This is an optimization exercise on Yosys and OpenROAD, whose aim is a short achievable clock period and few clock cycles, not a production implementation. The RTL was checked by simulation tests, not by an equivalence proof against the original design. Power figures rest on the tool's default switching activity, not on a simulated workload.

--- design/flow/constraint.sdc ---
create_clock -name core_clock -period 20.0 [get_ports {clk}]
set_input_delay 4.0000 -clock core_clock [delete_from_list [all_inputs] [get_ports {clk}]]
set_output_delay 4.0000 -clock core_clock [all_outputs]
set_load 0.01 [all_outputs]
--- design/flow/standard.sh ---
#!/bin/bash
# synth_recipe.tcl (not shown) runs the flow's synth.tcl, then flattens the netlist and writes it again
# the make line also repeats each setting of config.mk as NAME=value (left out here)
make -C /OpenROAD-flow-scripts/flow DESIGN_CONFIG=/design/flow/config.mk WORK_HOME=/design/flow/orfs CLKGATE_MAP_FILE= SYNTH_SCRIPT=/design/flow/synth_recipe.tcl "${@:-finish}"
--- design/flow/flow/run.sh ---
#!/bin/bash
set -euo pipefail
bash standard.sh SETUP_SLACK_MARGIN=14.5 finish > standard_flow.log 2>&1
--- design/flow/config.mk ---
export PLATFORM = sky130hd
export DESIGN_NAME = fox_core
export DESIGN_NICKNAME = fox_core
export VERILOG_FILES = /design/flow/design.v
export SDC_FILE = /design/flow/constraint.sdc
export NUM_CORES = 4
export LEC_CHECK = 0
export ABC_CLOCK_PERIOD_IN_PS = 2000
export CAP_MARGIN = 30
export CORE_MARGIN = 2
export CORE_UTILIZATION = 45
export SLEW_MARGIN = 30
export TNS_END_PERCENT = 5
--- design/flow/design.v ---
module fox_core (
    input  wire        clk,
    input  wire        rst,
    input  wire        start,
    input  wire [13:0] start_pc,      
    input  wire [3:0]  engine_id,
    input  wire [31:0] arg0,
    input  wire [31:0] arg1,
    input  wire [31:0] arg2,
    input  wire [31:0] arg3,
    output wire [13:0] imem_addr,
    input  wire [31:0] imem_rdata,
    output reg         dmem_en,
    output reg         dmem_we,
    output reg  [3:0]  dmem_be,
    output reg  [12:0] dmem_addr,
    output reg  [31:0] dmem_wdata,
    input  wire [31:0] dmem_rdata,
    output wire [2:0]  state,
    output reg  [3:0]  cause,
    output wire [15:0] fault_pc
);
    localparam [2:0] ST_IDLE    = 3'd0;
    localparam [2:0] ST_RUNNING = 3'd1;
    localparam [2:0] ST_HALTED  = 3'd3;
    localparam [2:0] ST_FAULTED = 3'd4;
    localparam [3:0] C_ILLEGAL  = 4'd1;
    localparam [3:0] C_ALIGN    = 4'd2;
    localparam [3:0] C_ADDRESS  = 4'd3;
    localparam [3:0] C_PC_RANGE = 4'd7;
    reg [2:0]  state_r;
    reg [13:0] fault_w;
    reg [31:0] epoch;
    reg [31:0] sreg [1:15];
    assign state    = state_r;
    assign fault_pc = {fault_w, 2'b00};
    reg  run_q;                 
    wire running = run_q;
    reg        fe_on;          
    reg [13:0] fpc;            
    reg        bus_v;          
    reg [13:0] bus_pc;         
    reg        sk_v;           
    reg [31:0] sk_ir;
    reg [13:0] sk_pc;
    reg [13:0] sk_pred;
    reg        bus_hit, sk_hit, r_hit, e_hit;    
    reg        r_sp;           
    wire       dv_pend;        
    wire       dv_fin;         
    reg        r_v;            
    reg [31:0] r_ir;
    reg [13:0] r_pc;
    reg [13:0] r_pred;
    reg        e_v;            
    reg [31:0] ir;
    reg [13:0] e_pc;
    reg [13:0] e_pred;
    reg  [13:0] ia_q;           
    assign imem_addr = ia_q;
    localparam integer NBTB = 8;
    reg [NBTB-1:0] btb_v;
    reg [13:0]     btb_tag [0:NBTB-1];
    reg [13:0]     btb_tgt [0:NBTB-1];
    reg [2:0]      btb_rr;
    reg            bu_v, bu_j;
    reg [13:0]     bu_pc, bu_tgt;
    reg        f_hit;
    reg [13:0] f_tgt;
    integer bi, fi;
    always @(*) begin
        f_hit = 1'b0;
        f_tgt = 14'd0;
        for (fi = 0; fi < NBTB; fi = fi + 1)
            if (btb_v[fi] && btb_tag[fi] == fpc) begin
                f_hit = 1'b1;
                f_tgt = btb_tgt[fi];
            end
    end
    wire [13:0] fpc_pred = f_hit ? f_tgt : fpc + 14'd1;
    wire [31:0] nw    = sk_v ? sk_ir : imem_rdata;
    wire [5:0]  n_op  = nw[31:26];
    wire [3:0]  n_fx  = nw[25:22];
    wire [3:0]  n_fy  = nw[21:18];
    wire [3:0]  n_fz  = nw[17:14];
    wire [13:0] n_fn  = nw[13:0];
    wire n_is_sys    = (n_op == 6'h00);
    wire n_is_alu    = (n_op == 6'h01);
    wire n_is_immop  = (n_op >= 6'h02) && (n_op <= 6'h08);
    wire n_is_load   = (n_op >= 6'h10) && (n_op <= 6'h14);
    wire n_is_store  = (n_op >= 6'h15) && (n_op <= 6'h17);
    wire n_is_branch = (n_op >= 6'h20) && (n_op <= 6'h25);
    wire n_is_call   = (n_op == 6'h26);
    wire n_is_callr  = (n_op == 6'h27);
    wire n_sys_plain = (n_fx == 4'd0) && (n_fy == 4'd0) && (n_fz == 4'd0) && (n_fn[13:8] == 6'd0);
    wire n_gets_ok   = (n_fn[13:8] == 6'd0) || (n_fn[13:8] == 6'd1) ||
                       (n_fn[13:8] >= 6'd8 && n_fn[13:8] <= 6'd11);
    wire n_is_halt   = n_is_sys && (n_fn[7:0] == 8'd0);
    wire n_is_nop    = n_is_sys && ((n_fn[7:0] == 8'd1) || (n_fn[7:0] == 8'd2));
    wire n_is_gets   = n_is_sys && (n_fn[7:0] == 8'd3);
    reg n_legal;
    always @(*) begin
        if (n_is_halt || n_is_nop)
            n_legal = n_sys_plain;
        else if (n_is_gets)
            n_legal = (n_fy == 4'd0) && (n_fz == 4'd0) && n_gets_ok;
        else if (n_is_alu)
            n_legal = (n_fn <= 14'd14);
        else if (n_op == 6'h06)
            n_legal = (n_fn[13:7] == 7'd0) && (nw[17:14] == 4'd0) && (n_fn[6:5] != 2'd3);
        else
            n_legal = n_is_immop || n_is_load || n_is_store || n_is_branch || n_is_call || n_is_callr;
    end
    wire n_is_mul = n_is_alu && n_legal && (n_fn[3:0] == 4'd10 || n_fn[3:0] == 4'd11);
    wire n_is_div = n_is_alu && n_legal && (n_fn[3:0] == 4'd14);
    wire [3:0] n_fb = n_is_alu ? n_fz : n_fx;
    wire n_uses_y = n_is_alu || (n_is_immop && n_op != 6'h08) || n_is_load || n_is_store ||
                    n_is_branch || n_is_callr;
    wire n_uses_b = n_is_alu || n_is_store || n_is_branch;
    wire n_sp = n_is_call || (n_is_branch && (n_op == 6'h21 || nw[17]));
    wire n_wa = n_legal && ((n_is_alu && !n_is_mul && !n_is_div) || n_is_immop || n_is_gets ||
                            n_is_call || n_is_callr);
    reg        r_is_alu, r_is_immop, r_is_load, r_is_store, r_is_branch, r_is_call, r_is_callr;
    reg        r_is_halt, r_is_gets, r_legal, r_is_mul, r_is_div, r_uses_y, r_uses_b, r_wa_want;
    reg [3:0]  r_fb;
    reg [15:1] r_sel_y, r_sel_b;
    reg        is_alu, is_immop, is_load, is_store, is_mem, is_branch, is_call, is_callr;
    reg        is_halt, is_gets, legal, is_mul, is_div, wa_want;
    reg        e_isadd;       
    reg        e_tgt_ok;      
    reg        e_seq_ok;      
    reg [31:0] e_addb;        
    wire [5:0]  op    = ir[31:26];
    wire [3:0]  fx    = ir[25:22];
    wire [3:0]  fy    = ir[21:18];
    wire [3:0]  fz    = ir[17:14];
    wire [13:0] fn    = ir[13:0];
    wire [17:0] imm18 = ir[17:0];
    wire [21:0] imm22 = ir[21:0];
    wire [31:0] imm_s  = {{14{imm18[17]}}, imm18};
    wire [31:0] imm_z  = {14'b0, imm18};
    reg  [31:0] ry, rb;
    wire [31:0] rx = rb;
    wire [31:0] rz = rb;
    reg  [31:0] r_ry, r_rb;
    integer rr;
    always @(*) begin
        r_ry = 32'd0;
        r_rb = 32'd0;
        for (rr = 1; rr <= 15; rr = rr + 1) begin
            r_ry = r_ry | ({32{r_sel_y[rr]}} & sreg[rr]);
            r_rb = r_rb | ({32{r_sel_b[rr]}} & sreg[rr]);
        end
    end
    wire [3:0] r_fy = r_ir[21:18];
    reg        l1_v, l2_v;         
    reg [3:0]  l1_dst, l2_dst;
    reg        l1_ld, l2_ld;       
    reg [2:0]  l1_lop;
    reg [1:0]  l1_off;
    reg        l1_hi, l2_hi;
    wire e_late = e_v && (is_load || is_mul || is_div) && (fx != 4'd0);
    wire [3:0] r_fx = r_ir[25:22];
    wire r_hz = (r_uses_y && ((e_late && fx == r_fy) || (l1_v && l1_dst == r_fy) ||
                              (dv_pend && dv_dst == r_fy))) ||
                (r_uses_b && ((e_late && fx == r_fb) || (l1_v && l1_dst == r_fb) ||
                              (dv_pend && dv_dst == r_fb))) ||
                (r_is_div && ((e_late && fx == r_fx) || (l1_v && l1_dst == r_fx) ||
                              (dv_st != 3'd0 && !dv_fin) || (e_v && is_div)));
    wire [31:0] sum_yz = ry + rz;
    wire [31:0] dif_yz = ry - rz;
    wire        lt_s   = ($signed(ry) < $signed(rz));
    wire        lt_u   = (ry < rz);
    reg  [31:0] alu_r;
    always @(*) begin
        case (fn[3:0])
            4'd0:  alu_r = sum_yz;
            4'd1:  alu_r = dif_yz;
            4'd2:  alu_r = ry & rz;
            4'd3:  alu_r = ry | rz;
            4'd4:  alu_r = ry ^ rz;
            4'd5:  alu_r = ry << rz[4:0];
            4'd6:  alu_r = ry >> rz[4:0];
            4'd7:  alu_r = $signed(ry) >>> rz[4:0];
            4'd8:  alu_r = {31'd0, lt_s};
            4'd9:  alu_r = {31'd0, lt_u};
            4'd12: alu_r = lt_s ? ry : rz;
            4'd13: alu_r = lt_s ? rz : ry;
            default: alu_r = 32'd0;
        endcase
    end
    reg [31:0] immop_r;
    always @(*) begin
        case (op)
            6'h02: immop_r = ry + imm_s;
            6'h03: immop_r = ry & imm_z;
            6'h04: immop_r = ry | imm_z;
            6'h05: immop_r = ry ^ imm_z;
            6'h06: begin
                case (imm18[6:5])
                    2'd0:    immop_r = ry << imm18[4:0];
                    2'd1:    immop_r = ry >> imm18[4:0];
                    default: immop_r = $signed(ry) >>> imm18[4:0];
                endcase
            end
            6'h07: immop_r = {31'd0, $signed(ry) < $signed(imm_s)};
            default: immop_r = {imm22, 10'd0};     
        endcase
    end
    reg [3:0]  eid_q;
    reg [31:0] arg0_q, arg1_q, arg2_q, arg3_q;
    always @(posedge clk) begin
        eid_q  <= engine_id;
        arg0_q <= arg0;
        arg1_q <= arg1;
        arg2_q <= arg2;
        arg3_q <= arg3;
    end
    reg [31:0] gets_r;
    always @(*) begin
        case (fn[13:8])
            6'd0:    gets_r = {28'd0, eid_q};
            6'd1:    gets_r = epoch;
            6'd8:    gets_r = arg0_q;
            6'd9:    gets_r = arg1_q;
            6'd10:   gets_r = arg2_q;
            default: gets_r = arg3_q;
        endcase
    end
    wire [31:0] ea = ry + imm_s;
    reg  [1:0]  size_code;    
    always @(*) begin
        case (op)
            6'h10, 6'h15:        size_code = 2'd2;
            6'h11, 6'h12, 6'h16: size_code = 2'd1;
            default:             size_code = 2'd0;
        endcase
    end
    wire misaligned = (size_code == 2'd2) ? (ea[1:0] != 2'b00) :
                      (size_code == 2'd1) ? ea[0] : 1'b0;
    wire out_of_range = (ea[31:15] != 17'd0);
    reg [3:0]  st_be;
    reg [31:0] st_data;
    always @(*) begin
        case (size_code)
            2'd2:    begin st_be = 4'b1111;                st_data = rx; end
            2'd1:    begin st_be = 4'b0011 << ea[1:0];     st_data = {2{rx[15:0]}}; end
            default: begin st_be = 4'b0001 << ea[1:0];     st_data = {4{rx[7:0]}}; end
        endcase
    end
    wire br_eq  = (rx == ry);
    wire br_lt  = ($signed(rx) < $signed(ry));
    wire br_lo  = (rx < ry);
    reg  [5:0] e_bc;
    wire br_taken = |(e_bc & {!br_lo, br_lo, !br_lt, br_lt, !br_eq, br_eq});
    wire [31:0] pc_w      = {18'd0, e_pc};
    wire [31:0] br_tgt    = pc_w + imm_s;
    wire [31:0] call_tgt  = pc_w + {{10{imm22[21]}}, imm22};
    wire [31:0] callr_b   = ry + imm_s;
    wire [31:0] callr_tgt = {2'b00, callr_b[31:2]};
    wire [31:0] link      = {16'd0, e_pc, 2'b00} + 32'd4;
    wire [13:0] pc_inc    = e_pc + 14'd1;
    wire last_word = (e_pc == 14'h3FFF);
    wire br_range_bad    = (br_tgt[31:14] != 18'd0);
    wire call_range_bad  = (call_tgt[31:14] != 18'd0);
    wire callr_range_bad = (callr_tgt[31:14] != 18'd0);
    reg [2:0]  dv_st;        
    reg [3:0]  dv_dst;
    reg        dv_wen;       
    reg [5:0]  dv_sh;
    reg [31:0] dv_n, dv_d, dv_q, dv_r;
    reg [33:0] dv_d3;
    reg [4:0]  dv_cnt;
    reg        dv_neg, dv_zero;
    function [5:0] clz32(input [31:0] v);
        integer i;
        begin
            clz32 = 6'd32;
            for (i = 0; i <= 31; i = i + 1)
                if (v[i]) clz32 = 6'd31 - i[5:0];
        end
    endfunction
    wire [5:0]  dv_lzn   = clz32(dv_n);
    wire [5:0]  dv_lzd   = clz32(dv_d);
    wire [5:0]  dv_k     = dv_lzd - dv_lzn + 6'd1;           
    wire [5:0]  dv_k2    = dv_k + {5'd0, dv_k[0]};           
    wire [63:0] dv_nsh   = {32'd0, dv_n} << dv_sh;
    wire        dv_small = dv_zero || (dv_n < dv_d);
    wire [33:0] dv_rr = {dv_r, dv_q[31:30]};
    wire [34:0] dv_s1 = {1'b0, dv_rr} - {3'b0, dv_d};
    wire [34:0] dv_s2 = {1'b0, dv_rr} - {2'b0, dv_d, 1'b0};
    wire [34:0] dv_s3 = {1'b0, dv_rr} - {1'b0, dv_d3};
    reg  [1:0]  dv_dig;
    reg  [31:0] dv_rn;
    always @(*) begin
        if (!dv_s3[34])      begin dv_dig = 2'd3; dv_rn = dv_s3[31:0]; end
        else if (!dv_s2[34]) begin dv_dig = 2'd2; dv_rn = dv_s2[31:0]; end
        else if (!dv_s1[34]) begin dv_dig = 2'd1; dv_rn = dv_s1[31:0]; end
        else                 begin dv_dig = 2'd0; dv_rn = dv_rr[31:0]; end
    end
    wire [31:0] dv_res = dv_neg ? (32'd0 - dv_q) : dv_q;
    reg  [31:0] mul_a;
    reg  [15:0] md_neg, md_one, md_two;
    reg  [15:0] e_neg, e_one, e_two;
    integer di;
    reg [2:0] dw;
    always @(*) begin
        for (di = 0; di < 16; di = di + 1) begin
            dw = {rz[2*di+1], rz[2*di], (di == 0) ? 1'b0 : rz[2*di-1]};
            e_neg[di] = dw[2];
            e_one[di] = dw[1] ^ dw[0];
            e_two[di] = (dw == 3'b011) || (dw == 3'b100);
        end
    end
    reg  [63:0] pp [0:16];
    reg  [63:0] t1 [0:11];
    reg  [63:0] t2 [0:7];
    reg  [63:0] t3 [0:5];
    reg  [63:0] t4 [0:3];
    reg  [63:0] t5 [0:2];
    reg  [63:0] mul_s2, mul_c2, mul_d2;
    integer mi;
    reg [63:0] ma64, msel;
    always @(*) begin
        ma64 = {{32{mul_a[31]}}, mul_a};
        pp[16] = 64'd0;
        for (mi = 0; mi < 16; mi = mi + 1) begin
            msel = md_one[mi] ? ma64 : md_two[mi] ? (ma64 << 1) : 64'd0;
            pp[mi] = (md_neg[mi] ? ~msel : msel) << (2 * mi);
            pp[16][2*mi] = md_neg[mi];
        end
        for (mi = 0; mi < 5; mi = mi + 1) begin
            t1[2*mi]   = pp[3*mi] ^ pp[3*mi+1] ^ pp[3*mi+2];
            t1[2*mi+1] = ((pp[3*mi] & pp[3*mi+1]) | (pp[3*mi] & pp[3*mi+2]) | (pp[3*mi+1] & pp[3*mi+2])) << 1;
        end
        t1[10] = pp[15];
        t1[11] = pp[16];
        for (mi = 0; mi < 4; mi = mi + 1) begin
            t2[2*mi]   = t1[3*mi] ^ t1[3*mi+1] ^ t1[3*mi+2];
            t2[2*mi+1] = ((t1[3*mi] & t1[3*mi+1]) | (t1[3*mi] & t1[3*mi+2]) | (t1[3*mi+1] & t1[3*mi+2])) << 1;
        end
        for (mi = 0; mi < 2; mi = mi + 1) begin
            t3[2*mi]   = t2[3*mi] ^ t2[3*mi+1] ^ t2[3*mi+2];
            t3[2*mi+1] = ((t2[3*mi] & t2[3*mi+1]) | (t2[3*mi] & t2[3*mi+2]) | (t2[3*mi+1] & t2[3*mi+2])) << 1;
        end
        t3[4] = t2[6];
        t3[5] = t2[7];
        for (mi = 0; mi < 2; mi = mi + 1) begin
            t4[2*mi]   = t3[3*mi] ^ t3[3*mi+1] ^ t3[3*mi+2];
            t4[2*mi+1] = ((t3[3*mi] & t3[3*mi+1]) | (t3[3*mi] & t3[3*mi+2]) | (t3[3*mi+1] & t3[3*mi+2])) << 1;
        end
        t5[0] = t4[0] ^ t4[1] ^ t4[2];
        t5[1] = ((t4[0] & t4[1]) | (t4[0] & t4[2]) | (t4[1] & t4[2])) << 1;
        t5[2] = t4[3];
    end
    wire [63:0] mul_s3 = mul_s2 ^ mul_c2 ^ mul_d2;
    wire [63:0] mul_c3 = ((mul_s2 & mul_c2) | (mul_s2 & mul_d2) | (mul_c2 & mul_d2)) << 1;
    wire [63:0] mul_p  = mul_s3 + mul_c3;
    reg [15:0] l1_bsel, l2_bsel;      
    reg [3:0]  l1_fill, l2_fill;      
    reg [3:0]  l1_ssel, l2_ssel;      
    integer lk;
    always @(*) begin
        l1_bsel = 16'd0;
        l1_fill = 4'd0;
        l1_ssel = 4'd0;
        case (l1_lop)
            3'd0: l1_bsel = 16'b1000_0100_0010_0001;
            3'd1, 3'd2: begin
                for (lk = 0; lk < 2; lk = lk + 1)
                    l1_bsel[4*lk + l1_off + lk] = 1'b1;
                l1_fill = 4'b1100;
                if (l1_lop == 3'd1) l1_ssel[l1_off + 1] = 1'b1;
            end
            default: begin
                l1_bsel[l1_off] = 1'b1;
                l1_fill = 4'b1110;
                if (l1_lop == 3'd3) l1_ssel[l1_off] = 1'b1;
            end
        endcase
    end
    wire ld_sign = |(l2_ssel & {dmem_rdata[31], dmem_rdata[23], dmem_rdata[15], dmem_rdata[7]});
    reg [31:0] ld_val;
    integer lb, lj;
    always @(*) begin
        for (lb = 0; lb < 4; lb = lb + 1) begin
            ld_val[8*lb +: 8] = {8{l2_fill[lb] & ld_sign}};
            for (lj = 0; lj < 4; lj = lj + 1)
                ld_val[8*lb +: 8] = ld_val[8*lb +: 8] | ({8{l2_bsel[4*lb+lj]}} & dmem_rdata[8*lj +: 8]);
        end
    end
    wire [31:0] mul_res = l2_hi ? mul_p[63:32] : mul_p[31:0];
    reg        cr_st;            
    reg [13:0] cr_tgt;
    reg        cr_bad;
    wire e_go = e_v;
    assign dv_pend = (dv_st != 3'd0) && dv_wen;
    assign dv_fin  = (dv_st == 3'd1 && dv_small) || (dv_st == 3'd4);
    wire e_done = e_go && ((is_callr && legal) ? cr_st : 1'b1);
    wire f_illegal = !legal;
    wire f_align   = legal && is_mem && misaligned;
    wire f_addr    = legal && is_mem && !misaligned && out_of_range;
    wire br_do     = legal && is_branch && br_taken;
    wire call_bad  = legal && ((is_call && call_range_bad) || (is_callr && cr_bad));
    wire f_brange  = (br_do && br_range_bad) || call_bad;
    wire jumps     = br_do || (legal && (is_call || is_callr));
    wire f_seq     = legal && !is_halt && !jumps && !f_align && !f_addr && last_word;
    wire e_halt    = legal && is_halt;
    wire e_fault   = f_illegal || f_align || f_addr || f_brange;
    wire e_end     = e_done && (e_halt || e_fault || f_seq);
    wire mem_ok    = e_done && legal && is_mem && !misaligned && !out_of_range;
    wire [13:0] tgt14 = is_callr ? cr_tgt :
                        is_call  ? call_tgt[13:0]  : br_tgt[13:0];
    wire mp_seq = !e_seq_ok;
    wire mp_tgt = !e_tgt_ok || is_callr;
    wire e_redirect = e_done && (jumps ? mp_tgt : mp_seq);
    wire [13:0] redirect_pc = jumps ? tgt14 : pc_inc;
    reg [31:0] wa_val;
    always @(*) begin
        if (is_alu)
            wa_val = alu_r;
        else if (is_immop)
            wa_val = immop_r;
        else if (is_gets)
            wa_val = gets_r;
        else
            wa_val = link;
    end
    wire wa_en = e_done && wa_want && !call_bad && (fx != 4'd0);
    wire l1_ins = ((mem_ok && is_load) || (e_done && legal && is_mul)) && (fx != 4'd0);
    wire wb_en = l2_v;
    wire wc_en = dv_wen && dv_fin;    
    wire [31:0] wc_val = (dv_st == 3'd4) ? dv_res : 32'd0;
    wire wl_en = l2_v && l2_ld;       
    wire wm_en = l2_v && !l2_ld;      
    integer ri;
    always @(posedge clk) begin
        for (ri = 1; ri <= 15; ri = ri + 1) begin
            if (wa_en && fx == ri[3:0])
                sreg[ri] <= wa_val;
            else if (wl_en && l2_dst == ri[3:0])
                sreg[ri] <= ld_val;
            else if (wm_en && l2_dst == ri[3:0])
                sreg[ri] <= mul_res;
            else if (wc_en && dv_dst == ri[3:0])
                sreg[ri] <= wc_val;
        end
    end
    wire start_ok = start && !running;
    wire e_adv    = !e_v || e_done;               
    wire r_go     = r_v && !r_hz && e_adv;          
    wire r_adv    = !r_v || r_go;                   
    wire lost     = !r_adv && sk_v && bus_v;
    reg  [13:0] fpc_next;
    wire wa_y = wa_en && (fx == r_fy);
    wire wa_b = wa_en && (fx == r_fb);
    wire wl_y = wl_en && (l2_dst == r_fy) && !wa_y;
    wire wl_b = wl_en && (l2_dst == r_fb) && !wa_b;
    wire wm_y = wm_en && (l2_dst == r_fy);
    wire wm_b = wm_en && (l2_dst == r_fb);
    wire [31:0] r_opy = wl_y ? ld_val : wa_y ? wa_val : wm_y ? mul_res : r_ry;
    wire [31:0] r_opb = wl_b ? ld_val : wa_b ? wa_val : wm_b ? mul_res : r_rb;
    wire [13:0] r_tgt = r_pc + r_ir[13:0];
    wire [13:0] r_pc1 = r_pc + 14'd1;
    wire r_rdy = r_is_branch && !r_hz && e_adv && !(wa_y || wa_b || wl_y || wl_b || wm_y || wm_b);
    wire r_beq = (r_rb == r_ry);
    wire r_blt = ($signed(r_rb) < $signed(r_ry));
    wire r_blo = (r_rb < r_ry);
    reg  r_tk;
    always @(*) begin
        case (r_ir[28:26])
            3'd0:    r_tk = r_beq;
            3'd1:    r_tk = !r_beq;
            3'd2:    r_tk = r_blt;
            3'd3:    r_tk = !r_blt;
            3'd4:    r_tk = r_blo;
            default: r_tk = !r_blo;
        endcase
    end
    wire e_add = e_v && e_isadd;
    wire [31:0] ea_b = e_addb;
    wire r_eqne = r_is_branch && (r_ir[28:27] == 2'b00);
    wire r_ay = e_add && (fx == r_fy) && (fx != r_fb) && !(wl_b || wm_b);
    wire r_ab = e_add && (fx == r_fb) && (fx != r_fy) && !(wl_y || wm_y);
    wire [31:0] r_ac = r_ay ? r_rb : r_ry;
    wire [31:0] r_ak = ((ry & ea_b) | ((ry | ea_b) & ~r_ac));
    wire r_aeq = ((ry ^ ea_b ^ r_ac) == {r_ak[30:0], 1'b0});
    wire r_rdy2 = r_eqne && !r_hz && (r_ay || r_ab);
    wire r_tk2  = r_ir[26] ? !r_aeq : r_aeq;
    wire r_res  = r_rdy || r_rdy2;
    wire r_tkr  = r_rdy ? r_tk : r_tk2;
    wire r_tgt_ok = (r_tgt == r_pred);
    wire r_seq_ok = (r_pc1 == r_pred);
    wire r_redir  = r_v && (r_res ? (r_tkr ? !r_tgt_ok : !r_seq_ok) : (r_sp && !r_hit && !r_tgt_ok));
    wire r_nsel = r_res ? r_tkr : (r_sp && !r_hit);      
    wire [13:0] r_next = r_nsel ? r_tgt : r_pc1;
    always @(*) begin
        if (start_ok)
            fpc_next = start_pc;
        else if (e_redirect)
            fpc_next = redirect_pc;
        else if (r_redir)
            fpc_next = r_next;
        else if (lost)
            fpc_next = bus_pc;
        else
            fpc_next = fpc_pred;
    end
    reg  end_pend;
    reg [2:0] fin_st;
    reg [3:0] fin_cause;
    always @(posedge clk) begin
        l2_v   <= l1_v && !(wa_en && fx == l1_dst);
        l2_dst <= l1_dst;
        l2_ld  <= l1_ld;
        l2_bsel <= l1_bsel;
        l2_fill <= l1_fill;
        l2_ssel <= l1_ssel;
        l2_hi  <= l1_hi;
        mul_s2 <= t5[0];
        mul_c2 <= t5[1];
        mul_d2 <= t5[2];
        l1_v   <= 1'b0;
        l1_dst <= fx;
        l1_ld  <= is_load;
        l1_lop <= op[2:0];
        l1_off <= ea[1:0];
        l1_hi  <= fn[0];
        mul_a  <= ry;
        md_neg <= e_neg;
        md_one <= e_one;
        md_two <= e_two;
        dmem_en    <= 1'b0;
        dmem_we    <= is_store;
        dmem_be    <= is_store ? st_be : 4'b0000;
        dmem_addr  <= ea[14:2];
        dmem_wdata <= is_store ? st_data : 32'd0;
        if (mem_ok)
            dmem_en <= 1'b1;
        if (l1_ins) l1_v <= 1'b1;
        if (dv_st != 3'd0 && ((wa_en && fx == dv_dst) || (l1_ins && fx == dv_dst)))
            dv_wen <= 1'b0;
        begin
            case (dv_st)
                3'd0: if (e_done && is_div) begin
                    dv_dst  <= fx;
                    dv_wen  <= (fx != 4'd0);
                    dv_n    <= ry[31] ? (32'd0 - ry) : ry;
                    dv_d    <= rz[31] ? (32'd0 - rz) : rz;
                    dv_neg  <= ry[31] ^ rz[31];
                    dv_zero <= (rz == 32'd0);
                    dv_st   <= 3'd1;
                end
                3'd1: begin
                    dv_sh  <= 6'd32 - dv_k2;
                    dv_cnt <= dv_k2[5:1];
                    dv_st  <= dv_small ? 3'd0 : 3'd2;
                    if (dv_small) dv_wen <= 1'b0;
                end
                3'd2: begin
                    dv_r   <= dv_nsh[63:32];
                    dv_q   <= dv_nsh[31:0];
                    dv_d3  <= {2'b0, dv_d} + {1'b0, dv_d, 1'b0};
                    dv_st  <= 3'd3;
                end
                3'd3: begin
                    dv_r   <= dv_rn;
                    dv_q   <= {dv_q[29:0], dv_dig};
                    dv_cnt <= dv_cnt - 5'd1;
                    if (dv_cnt == 5'd1) dv_st <= 3'd4;
                end
                default: begin
                    dv_st  <= 3'd0;
                    dv_wen <= 1'b0;
                end
            endcase
        end
        if (rst || e_done)
            cr_st <= 1'b0;
        else if (e_go && legal && is_callr) begin
            cr_st  <= 1'b1;
            cr_tgt <= callr_tgt[13:0];
            cr_bad <= callr_range_bad;
        end
        bu_v   <= e_done && !e_end && !is_callr && (e_redirect || (jumps && !e_hit));
        bu_j   <= jumps;
        bu_pc  <= e_pc;
        bu_tgt <= tgt14;
        if (bu_v) begin
            for (bi = 0; bi < NBTB; bi = bi + 1)
                if (btb_tag[bi] == bu_pc) btb_v[bi] <= 1'b0;
            if (bu_j) begin
                for (bi = 0; bi < NBTB; bi = bi + 1)
                    if (bi[2:0] == btb_rr) begin
                        btb_v[bi]   <= 1'b1;
                        btb_tag[bi] <= bu_pc;
                        btb_tgt[bi] <= bu_tgt;
                    end
                btb_rr <= btb_rr + 3'd1;
            end
        end
        if (start_ok)
            btb_v <= {NBTB{1'b0}};
        ry <= r_opy;
        rb <= r_opb;
        e_addb <= r_is_immop ? {{14{r_ir[17]}}, r_ir[17:0]} : r_opb;
        if (e_adv) begin
            ir        <= r_ir;
            e_pc      <= r_pc;
            e_pred    <= r_redir ? r_next : r_pred;
            e_hit     <= r_hit;
            is_alu    <= r_is_alu;
            is_immop  <= r_is_immop;
            is_load   <= r_is_load;
            is_store  <= r_is_store;
            is_mem    <= r_is_load || r_is_store;
            is_branch <= r_is_branch;
            is_call   <= r_is_call;
            is_callr  <= r_is_callr;
            is_halt   <= r_is_halt;
            is_gets   <= r_is_gets;
            legal     <= r_legal;
            is_mul    <= r_is_mul;
            is_div    <= r_is_div;
            wa_want   <= r_wa_want;
            for (bi = 0; bi < 6; bi = bi + 1)
                e_bc[bi] <= (r_ir[28:26] == bi[2:0]);
            e_tgt_ok  <= r_redir ? (r_nsel || r_tgt == r_pc1) : r_tgt_ok;
            e_seq_ok  <= r_redir ? (!r_nsel || r_tgt == r_pc1) : r_seq_ok;
            e_isadd   <= r_legal && (r_ir[25:22] != 4'd0) &&
                         ((r_is_alu && r_ir[13:0] == 14'd0) || (r_ir[31:26] == 6'h02));
        end
        if (r_adv) begin
            r_ir <= nw;
            if (sk_v) begin
                r_pc <= sk_pc; r_pred <= sk_pred; r_hit <= sk_hit;
            end else begin
                r_pc <= bus_pc; r_pred <= fpc; r_hit <= bus_hit;
            end
            r_sp        <= n_sp;
            r_is_alu    <= n_is_alu;
            r_is_immop  <= n_is_immop;
            r_is_load   <= n_is_load;
            r_is_store  <= n_is_store;
            r_is_branch <= n_is_branch;
            r_is_call   <= n_is_call;
            r_is_callr  <= n_is_callr;
            r_is_halt   <= n_is_halt;
            r_is_gets   <= n_is_gets;
            r_legal     <= n_legal;
            r_is_mul    <= n_is_mul;
            r_is_div    <= n_is_div;
            r_uses_y    <= n_uses_y;
            r_uses_b    <= n_uses_b;
            r_wa_want   <= n_wa;
            r_fb        <= n_fb;
            for (bi = 1; bi <= 15; bi = bi + 1) begin
                r_sel_y[bi] <= (n_fy == bi[3:0]);
                r_sel_b[bi] <= (n_fb == bi[3:0]);
            end
        end
        if (r_adv ? sk_v : !sk_v) begin
            sk_ir   <= imem_rdata;
            sk_pc   <= bus_pc;
            sk_pred <= fpc;
            sk_hit  <= bus_hit;
        end
        if (r_redir && !r_go) begin
            r_pred <= r_next;
            r_hit  <= 1'b1;
        end
        fpc  <= fpc_next;
        ia_q <= rst ? 14'd0 : fpc_next;
        if (!lost) begin
            bus_pc  <= fpc;
            bus_hit <= f_hit;
        end
        if (start_ok) begin
            fe_on <= 1'b1;
            bus_v <= 1'b0;
            sk_v  <= 1'b0;
            r_v   <= 1'b0;
            e_v   <= 1'b0;
        end else if (!fe_on || e_end) begin
            fe_on <= 1'b0;
            bus_v <= 1'b0;
            sk_v  <= 1'b0;
            r_v   <= 1'b0;
            e_v   <= 1'b0;
        end else if (e_redirect) begin
            bus_v <= 1'b0;
            sk_v  <= 1'b0;
            r_v   <= 1'b0;
            e_v   <= 1'b0;
        end else begin
            if (e_adv)
                e_v <= r_go;
            if (r_redir) begin
                bus_v <= 1'b0;
                sk_v  <= 1'b0;
                if (r_go) r_v <= 1'b0;
            end else begin
                if (r_adv)
                    r_v <= sk_v | bus_v;
                if (r_adv ? sk_v : !sk_v)
                    sk_v <= bus_v;
                bus_v <= !lost;
            end
        end
        end_pend <= 1'b0;
        if (start_ok) begin
            run_q   <= 1'b1;
            state_r <= ST_RUNNING;
            cause   <= 4'd0;
            epoch   <= epoch + 32'd1;
        end else if (e_end) begin
            fault_w   <= e_pc;
            fin_st    <= e_halt ? ST_HALTED : ST_FAULTED;
            fin_cause <= f_illegal ? C_ILLEGAL : f_align ? C_ALIGN : f_addr ? C_ADDRESS :
                         e_halt ? 4'd0 : C_PC_RANGE;
            if (mem_ok || is_div || dv_st != 3'd0) begin
                end_pend <= 1'b1;
            end else begin
                run_q   <= 1'b0;
                state_r <= e_halt ? ST_HALTED : ST_FAULTED;
                cause   <= f_illegal ? C_ILLEGAL : f_align ? C_ALIGN : f_addr ? C_ADDRESS :
                           e_halt ? 4'd0 : C_PC_RANGE;
            end
        end else if (end_pend) begin
            if (dv_st == 3'd0) begin
                run_q   <= 1'b0;
                state_r <= fin_st;
                cause   <= fin_cause;
            end else
                end_pend <= 1'b1;
        end
        if (rst) begin
            run_q    <= 1'b0;
            state_r  <= ST_IDLE;
            cause    <= 4'd0;
            epoch    <= 32'd0;
            fe_on    <= 1'b0;
            bus_v    <= 1'b0;
            sk_v     <= 1'b0;
            r_v      <= 1'b0;
            e_v      <= 1'b0;
            end_pend <= 1'b0;
            dmem_en  <= 1'b0;
            l1_v     <= 1'b0;
            l2_v     <= 1'b0;
            dv_st    <= 3'd0;
            dv_wen   <= 1'b0;
            btb_v    <= {NBTB{1'b0}};
            btb_rr   <= 3'd0;
            bu_v     <= 1'b0;
        end
    end
endmodule
==> results of run 1 <==
area by class of cell:
class	instances	area [sq um]	share of cell area
tap	4140	5180	0.0326
antenna	29	72.6	0.000457
clock buffer	285	6170	0.0389
timing repair buffer	858	7640	0.0481
inverter	862	3310	0.0208
multi-input combinational	11200	85900	0.541
sequential	1855	49000	0.308
clock inverter	121	1500	0.00947
sequential cells by signal, summed over array words and instances, names as in the netlist, 34 cells and up:
signal	flops
btb_tgt	112
mul_d2	40
mul_c2	60
btb_tag	112
sreg	480
mul_s2	64
dv_d3	34
per-stage QoR:
step           setup WS (ns)  utilization  area (sq um)
2_1_floorplan          13.63            -        140000
3_3_place_gp           12.76        0.476        148000
3_5_place_dp           12.73        0.477        148000
4_1_cts                14.12        0.507        158000
5_1_grt                14.11        0.510        159000
6_report               14.13        0.510        159000
final timing paths:
| kind | slack, ns | cells after the start | startpoint | end |
|---|---|---|---|---|
| worst max-delay path | 14.13 | 1 | dmem_addr[2] | dmem_addr[2] |
| worst min-delay path | 0.33 | 0 | l1_ld | l2_ld |
| worst max register to register | 14.26 | 15 | e_pc[0] | sreg[7][26] |
| worst min register to register | 0.33 | 0 | l1_ld | l2_ld |
logic make-up (layout without fill, tap and decap cells):
| family | count (synthesis) | in the layout | share of synthesized area |
|---|---|---|---|
| multiplexers | 518 | 519 | 0.0487 |
| AO/OA/AOI/OAI | 4475 | 4476 | 0.210 |
| adder cells (fa/ha/maj) | 1236 | 1236 | 0.140 |
| XOR/XNOR | 1240 | 1240 | 0.0774 |
| AND/OR/NAND/NOR | 3673 | 3673 | 0.119 |
| flip-flops | 1855 | 1855 | 0.348 |
| buffers and inverters | 2084 | 2126 | 0.0564 |
| other | 1 | 36 | 0.0000267 |
placed cells by master, fill, tap and decap left out, drive strengths merged, types with 556 or more instances in the layout:
| cell type | count |
|---|---|
| xnor2 | 828 |
| a22oi | 989 |
| ha | 667 |
| o21ai | 796 |
| a21oi | 1117 |
| nand2 | 1107 |
| buf | 556 |
| edfxtp | 1172 |
| inv | 851 |
| nor2 | 1260 |
| fa | 568 |
| dfxtp | 683 |
where the power goes:
group	switching, mW	internal (mW)
registers	0.383	4.82
clock network	1.79	2.56
logic	10.8	6.38
per-layer routing:
metal,GRT usage,part of all wire,vias to the layer above
met3,0.142,0.14,2341
met5,0.00557,0.00088,-
li1,-,-,54600
met4,0.229,0.071,36
met2,0.570,0.41,9470
met1,0.505,0.38,62700
repair_timing:
item,in CTS,in global routing
setup buffers,66,40
gates resized for setup,251,133
gates cloned,5,2
pin swaps,24,32
setup endpoints to repair,1189,992
==> results.py, run 1 <==
metrics = {
    "synth": {
        "synth_area_sq_um": 140000,
        "ys_types": 115,
        "synth_most_common_cell": "nor2_1",
        "syn_avg_cell_area_sq_um": 9.31,
        "yosysSeqAreaShare": 0.348,
        "synth_top_cell_area_share": 0.251,
        "syn_inst": 15100,
        "yosysWarningCount": 10,
        "synth.ff_latch_count": 1855,
        "ys.flop_type": "edfxtp_1",
        "synth_edf_count": 1172,
        "synth.area.top_cells": "edfxtp_1 (25%), dfxtp_1 (9.7%), fa_1 (8.1%)",
        "synth_async_sr_flop_share": 0,
        "synth.largest_area_cell": "edfxtp_1",
        "synthTopCellsByCount": "nor2_1 (1259), edfxtp_1 (1172), a21oi_1 (1110)",
    },
    "critical_path": {
        "start_kind": "flop",
        "critical_path.slowest_cell": "clkdlybuf4s50_1",
        "cp_cell_sequence": "clkdlybuf4s50_1",
        "crit_family": "buffers and inverters",
        "critical_path_required_ns": 16.00,
        "crit_type": "flop to output port",
        "arrival_ns": 1.87,
        "endpoint_kind": "output port",
        "max_stage_delay_ns": 0.56,
        "critPathBufInv": 1,
        "critPathMaxFanout": 1,
    },
    "global_routing": {
        "grt_antenna_before_repair": 45,
        "grt_pass1_wl_mm": 906,
        "grt_pass1_vias": 121000,
        "grt_max_degree": 84,
        "grtUsageTotal": 0.394,
        "overflow": 0,
    },
    "drt": {
        "drt-pass1-iter-count": 17,
        "vias_per_cell": 6.69,
        "initialDrtViolationCount": 21100,
        "drc_errors": 0,
        "routedWlPerCell_microns": 33.4,
        "routed_wl_mm": 645,
        "ant_nets": 0,
        "dr_total_vias": 129000,
    },
    "sta": {
        "relSlewSlack": 0.197,
        "hold_viol": 0,
        "fmax_ghz": 0.170,
        "setup_violations": 0,
        "slew_viol_final": 0,
        "fin_crit_ns": 5.87,
        "setup_tns_ns": 0,
        "finClkSkew_ns": 0.105,
        "grt_setup_unrepaired": "yes",
        "min_period_over_period": 0.294,
        "tightest_slew_ns": 1.20,
        "holdWs_ns": 0.329,
    },
    "cells_and_area": {
        "nFillCells": 28700,
        "fin_nets": 16400,
        "drive_gt1_frac": 0.110,
        "stdcell_count": 19300,
        "areaGrowthSynthToFinish_pct": 13.1,
    },
    "placement": {
        "routabilityCongestion": 1.11,
        "io_buffers": 297,
        "hpwl_mm": 447,
        "place_inst": 18800,
    },
    "die": {
        "core_sq_um": 311000,
        "die_y_microns": 563,
        "fp-row-count": 205,
        "io_pins": 301,
        "die_area_sq_um": 317000,
        "initial_utilization": 0.451,
        "die_w_microns": 563,
    },
    "power_and_ir_drop": {
        "power.total_mw": 26.7,
        "ir_worst_vdd_uv": 223,
        "power.static_leakage_nw": 60.4,
        "powerDensity_nw_per_um2": 168,
    },
    "clocking": {
        "clock_latency_ns": 1.02,
        "cts_buffers": 217,
        "cts_sinks": 1855,
        "cts_tree": "yes",
        "htreeDepth": 4,
        "path_clk_slew_ns": 0.06,
        "postCtsHoldBufs": 0,
        "clk_path_buf_depth": 4,
        "cts_root_buf": "clkbuf_16",
    },
    "flow_run": {
        "max-cap-violations": 0,
    },
    "hold_path": {
        "hold_class": "flop to flop",
    },
    "status": {
        "outcome": "finished clean",
    },
}
Testbench counts, summed over its fixed seeds: cycles 103,255.
==> run 2: changes to the inputs <==
--- a/design/flow/design.v
+++ b/design/flow/design.v
@@ -452,6 +452,12 @@
     wire r_adv    = !r_v || r_go;                   
     wire lost     = !r_adv && sk_v && bus_v;
     reg  [13:0] fpc_next;
+    wire [5:0]  d_op    = imem_rdata[31:26];
+    wire        d_sp    = (d_op == 6'h26) || (d_op == 6'h21) ||
+                          (d_op[5:3] == 3'b100 && d_op[2:0] <= 3'd5 && imem_rdata[17]);
+    wire [13:0] d_tgt   = bus_pc + imem_rdata[13:0];
+    wire        d_redir = bus_v && !lost && !bus_hit && d_sp;
+    wire [13:0] d_pred  = d_redir ? d_tgt : fpc;
     wire wa_y = wa_en && (fx == r_fy);
     wire wa_b = wa_en && (fx == r_fb);
     wire wl_y = wl_en && (l2_dst == r_fy) && !wa_y;
@@ -503,6 +509,8 @@
             fpc_next = r_next;
         else if (lost)
             fpc_next = bus_pc;
+        else if (d_redir)
+            fpc_next = d_tgt;
         else
             fpc_next = fpc_pred;
     end
@@ -635,7 +643,7 @@
             if (sk_v) begin
                 r_pc <= sk_pc; r_pred <= sk_pred; r_hit <= sk_hit;
             end else begin
-                r_pc <= bus_pc; r_pred <= fpc; r_hit <= bus_hit;
+                r_pc <= bus_pc; r_pred <= d_pred; r_hit <= bus_hit;
             end
             r_sp        <= n_sp;
             r_is_alu    <= n_is_alu;
@@ -662,7 +670,7 @@
         if (r_adv ? sk_v : !sk_v) begin
             sk_ir   <= imem_rdata;
             sk_pc   <= bus_pc;
-            sk_pred <= fpc;
+            sk_pred <= d_pred;
             sk_hit  <= bus_hit;
         end
         if (r_redir && !r_go) begin
@@ -704,7 +712,7 @@
                     r_v <= sk_v | bus_v;
                 if (r_adv ? sk_v : !sk_v)
                     sk_v <= bus_v;
-                bus_v <= !lost;
+                bus_v <= !lost && !d_redir;
             end
         end
         end_pend <= 1'b0;
==> results.py, run 2 <==
metrics = {
    "critical_path": {
        "max_stage_delay_ns": 0.81,
        "crit-reg2reg-launch": "mul_s2[3]",
        "endpoint_kind": "flop",
        "crit_type": "flop to flop",
        "critPathBufInv": 1,
        "crit_family": "compound AO/OA/AOI/OAI gates",
        "start_kind": "flop",
        "critPathLaunch": "mul_s2[3]",
        "critical_path.slowest_cell": "a211oi_1",
        "critPathMaxFanout": 17,
        "arrival_ns": 6.78,
        "r2r-end": "rb[21]",
        "reg2reg_setup_slack_ns": 13.94,
        "r2r.worst_path.cells": 16,
        "critical_path_required_ns": 20.73,
        "cp_cell_sequence": "ha_1 > ha_1 > a31oi_1 > a2111oi_2 > buf_4 > o22a_1 > a31o_2 > a21o_1 > a21o_1 > a31oi_1 > xor2_1 > nor2_1 > a211oi_1 > a41oi_4 > o21ai_0 > mux2i_1",
    },
    "synth": {
        "synth-simple-area-share": 0.117,
        "syn_inst": 15100,
        "yosysSeqAreaShare": 0.348,
        "synth_compound_area_frac": 0.211,
        "ys_types": 100,
        "synth_async_sr_flop_share": 0,
        "synth_most_common_cell": "nor2_1",
        "synth.largest_area_cell": "edfxtp_1",
        "synth_area_sq_um": 141000,
        "synth.ff_latch_count": 1855,
        "syn_avg_cell_area_sq_um": 9.28,
        "synth_fa_ha_area_frac": 0.142,
        "synthTopCellsByCount": "nor2_1 (1256), edfxtp_1 (1172), a21oi_1 (1131)",
        "synth_top_cell_area_share": 0.250,
        "synth_top_family_by_area": "compound AO/OA/AOI/OAI gates",
        "synth_edf_count": 1172,
        "yosysWarningCount": 10,
        "synth_mux_area_frac": 0.0471,
        "synth.area.top_cells": "edfxtp_1 (25%), dfxtp_1 (9.7%), fa_1 (8.1%)",
        "ys.flop_type": "edfxtp_1",
        "synth_xor_xnor_area_share": 0.0801,
    },
    "die": {
        "initial_utilization": 0.451,
        "die_w_microns": 563,
        "die_y_microns": 563,
        "core_sq_um": 311000,
        "io_pins": 301,
        "die_area_sq_um": 317000,
        "fp-row-count": 205,
    },
    "drt": {
        "initialDrtViolationCount": 23600,
        "top_layer_used": "met5",
        "ant_nets": 0,
        "dr_total_vias": 132000,
        "drt-pass1-iter-count": 15,
        "routed_wl_mm": 676,
        "wl_met2_mm": 277,
        "dr_wl_met3_mm": 97.3,
        "drc_errors": 0,
        "vias_per_cell": 6.78,
        "routedWlPerCell_microns": 34.7,
        "wl_met1_mm": 246,
    },
    "cells_and_area": {
        "layout_common_cells": "edfxtp_1 (1172), nor2_1 (1171), a21oi_1 (1107), nand2_1 (1047), a22oi_1 (935)",
        "largest_register": "sreg",
        "drive_gt1_frac": 0.118,
        "nFillCells": 28600,
        "areaGrowthSynthToFinish_pct": 14.2,
        "mostFrequentLayoutCell": "edfxtp_1",
        "fin_nets": 16600,
        "stdcell_count": 19500,
        "largest_reg_flops": 480,
        "largestRegisters": "sreg: 480 flops, btb_tag: 112 flops, btb_tgt: 112 flops",
    },
    "hold_path": {
        "hold_depth": 0,
        "min-delay-start": "l1_hi",
        "hold-path-endpoint": "l2_hi",
        "hold_class": "flop to flop",
    },
    "sta": {
        "hold_viol": 0,
        "slew_viol_final": 0,
        "tightest_slew_ns": 1.18,
        "min_period_over_period": 0.303,
        "fin_crit_ns": 6.06,
        "relSlewSlack": 0.211,
        "setup_violations": 0,
        "finClkSkew_ns": 0.0904,
        "setup_tns_ns": 0,
        "worst_slack_ns": 13.94,
        "fmax_ghz": 0.165,
        "grt_setup_unrepaired": "yes",
    },
    "placement": {
        "hpwl_mm": 457,
        "place_inst": 18900,
        "pre_cts_slack_ns": 12.54,
        "io_buffers": 297,
        "routabilityCongestion": 1.07,
    },
    "flow_run": {
        "max-cap-violations": 0,
    },
    "global_routing": {
        "grt_antenna_before_repair": 59,
        "grt_pass1_vias": 123000,
        "grtUsageTotal": 0.412,
        "grt_max_degree": 67,
        "grt_pass1_wl_mm": 942,
        "overflow": 0,
    },
    "clocking": {
        "clk_path_buf_depth": 4,
        "clock_latency_ns": 0.97,
        "cts_buffers": 217,
        "cts_tree": "yes",
        "cts_root_buf": "clkbuf_16",
        "cts_sinks": 1855,
        "htreeDepth": 4,
        "path_clk_slew_ns": 0.06,
    },
    "power_and_ir_drop": {
        "powerDensity_nw_per_um2": 129,
        "power.static_leakage_nw": 61.5,
        "ir_worst_vdd_uv": 138,
    },
    "status": {
        "outcome": "finished clean",
    },
}
[run 2: cell count changes after synthesis, moves of 37 or more]
cell and delta:
mux2i_1 +37, nor3_1 +38, a22oi_1 -52, nand2_1 -44, a211oi_1 +46, a31oi_1 -117
o21ai_0 +133
[run 2: metrics by stage]
| step | instance area (sq um) | utilization | total power [mW] | hold WS, ns |
|---|---|---|---|---|
| floorplan | 141000 | - | 11.9 | 0.310 |
| global placement | 149000 | 0.477 | 16.0 | 0.313 |
| detailed placement | 149000 | 0.478 | 16.0 | 0.318 |
| CTS | 157000 | 0.506 | 20.3 | 0.331 |
| global route | 160000 | 0.515 | 22.0 | 0.339 |
| finish | 160000 | 0.515 | 20.8 | 0.330 |
[run 2: cell families after synthesis]
group / after synthesis
adders and majority gates: 1250
xor gates and xnor gates: 1277
muxes: 527
buffers and inverters: 2066
and+or+nand+nor: 3633
other: 1
DFF: 1855
AOI/OAI and AO/OA: 4537
[run 2: where the power goes]
group	internal (mW)	switching, mW	total, mW
logic	4.25	7.41	11.7
registers	4.61	0.385	4.99
clock network	2.30	1.80	4.10
total	11.2	9.59	20.8
[run 2: layout make-up]
cell class | instances | area, sq um | area share
inverter | 877 | 3340 | 0.0208
clock buffer | 280 | 6030 | 0.0376
tap | 4140 | 5180 | 0.0323
antenna | 33 | 82.6 | 0.000515
clock inverter | 120 | 1100 | 0.00685
timing repair buffer | 935 | 8770 | 0.0547
multi-input combinational | 11200 | 87000 | 0.542
sequential | 1855 | 49000 | 0.305
[run 2: repair_timing]
item	4_1_cts	5_1_grt
setup buffers	46	111
hold buffers	0	0
gates resized for setup	261	385
pin swaps	28	103
gates cloned	10	8
setup endpoints to repair	1319	1282
[run 2: worst register-to-register path, stage by stage, from the launching register on]
cell and delay (ns):
dfxtp_1 0.30, ha_1 0.19, ha_1 0.31, a31oi_1 0.61
a2111oi_2 0.16, buf_4 0.22, o22a_1 0.32, a31o_2 0.31
a21o_1 0.18, a21o_1 0.20, a31oi_1 0.32, xor2_1 0.67
nor2_1 0.14, a211oi_1 0.81, a41oi_4 0.29, o21ai_0 0.66
mux2i_1 0.20
[run 2: metal layers]
layer  vias to the layer above  global-route usage
li1                      55000                   -
met1                     63800               0.520
met2                     10500               0.589
met3                      2855               0.154
met4                        40               0.268
met5                         -             0.00452
[run 2: worst max path at each step]
stage	to	cells after the start	slack [ns]
4_1_cts	r_is_mul	9	14.00
2_1_floorplan	r_pred[12]	17	13.51
3_5_place_dp	r_pred[13]	15	12.54
5_1_grt	sreg[6][31]	16	14.00
6_report	rb[21]	16	13.94
3_3_place_gp	r_pred[13]	15	12.52
Testbench counts of run 2, summed over its fixed seeds: cycles 101,715.

static timing again, ports no longer ideal:
No port has a modelled driver above. Below, the same layouts with a new extraction and two added sets of constraints. Step 1, drivers: a clkbuf_16 drives clk and a buf_2 each remaining input, both assumed. Step 2 times the ports against the registers' clock, not the clock port: input delays grow and output delays shrink by t, the midpoint of the rising clock arrivals with the driver on. Slacks: ideal / step 1 / step 2; pairs: ideal / step 1.
run	t, ns	slack for setup (ns)	hold slack, ns	worst setup path after step 2	latest minus earliest clock arrival (ns)
run 1	1.052	14.125 / 14.031 / 13.314	0.329 / 0.329 / 0.329	input to register	0.116 / 0.116
run 2	1.031	13.944 / 13.886 / 13.012	0.330 / 0.330 / 0.330	input to register	0.102 / 0.102
After both steps every run listed still meets setup and hold. The setup slack of run 2, which loses most, moves by -0.058 ns with the drivers and by -0.932 ns with both steps.
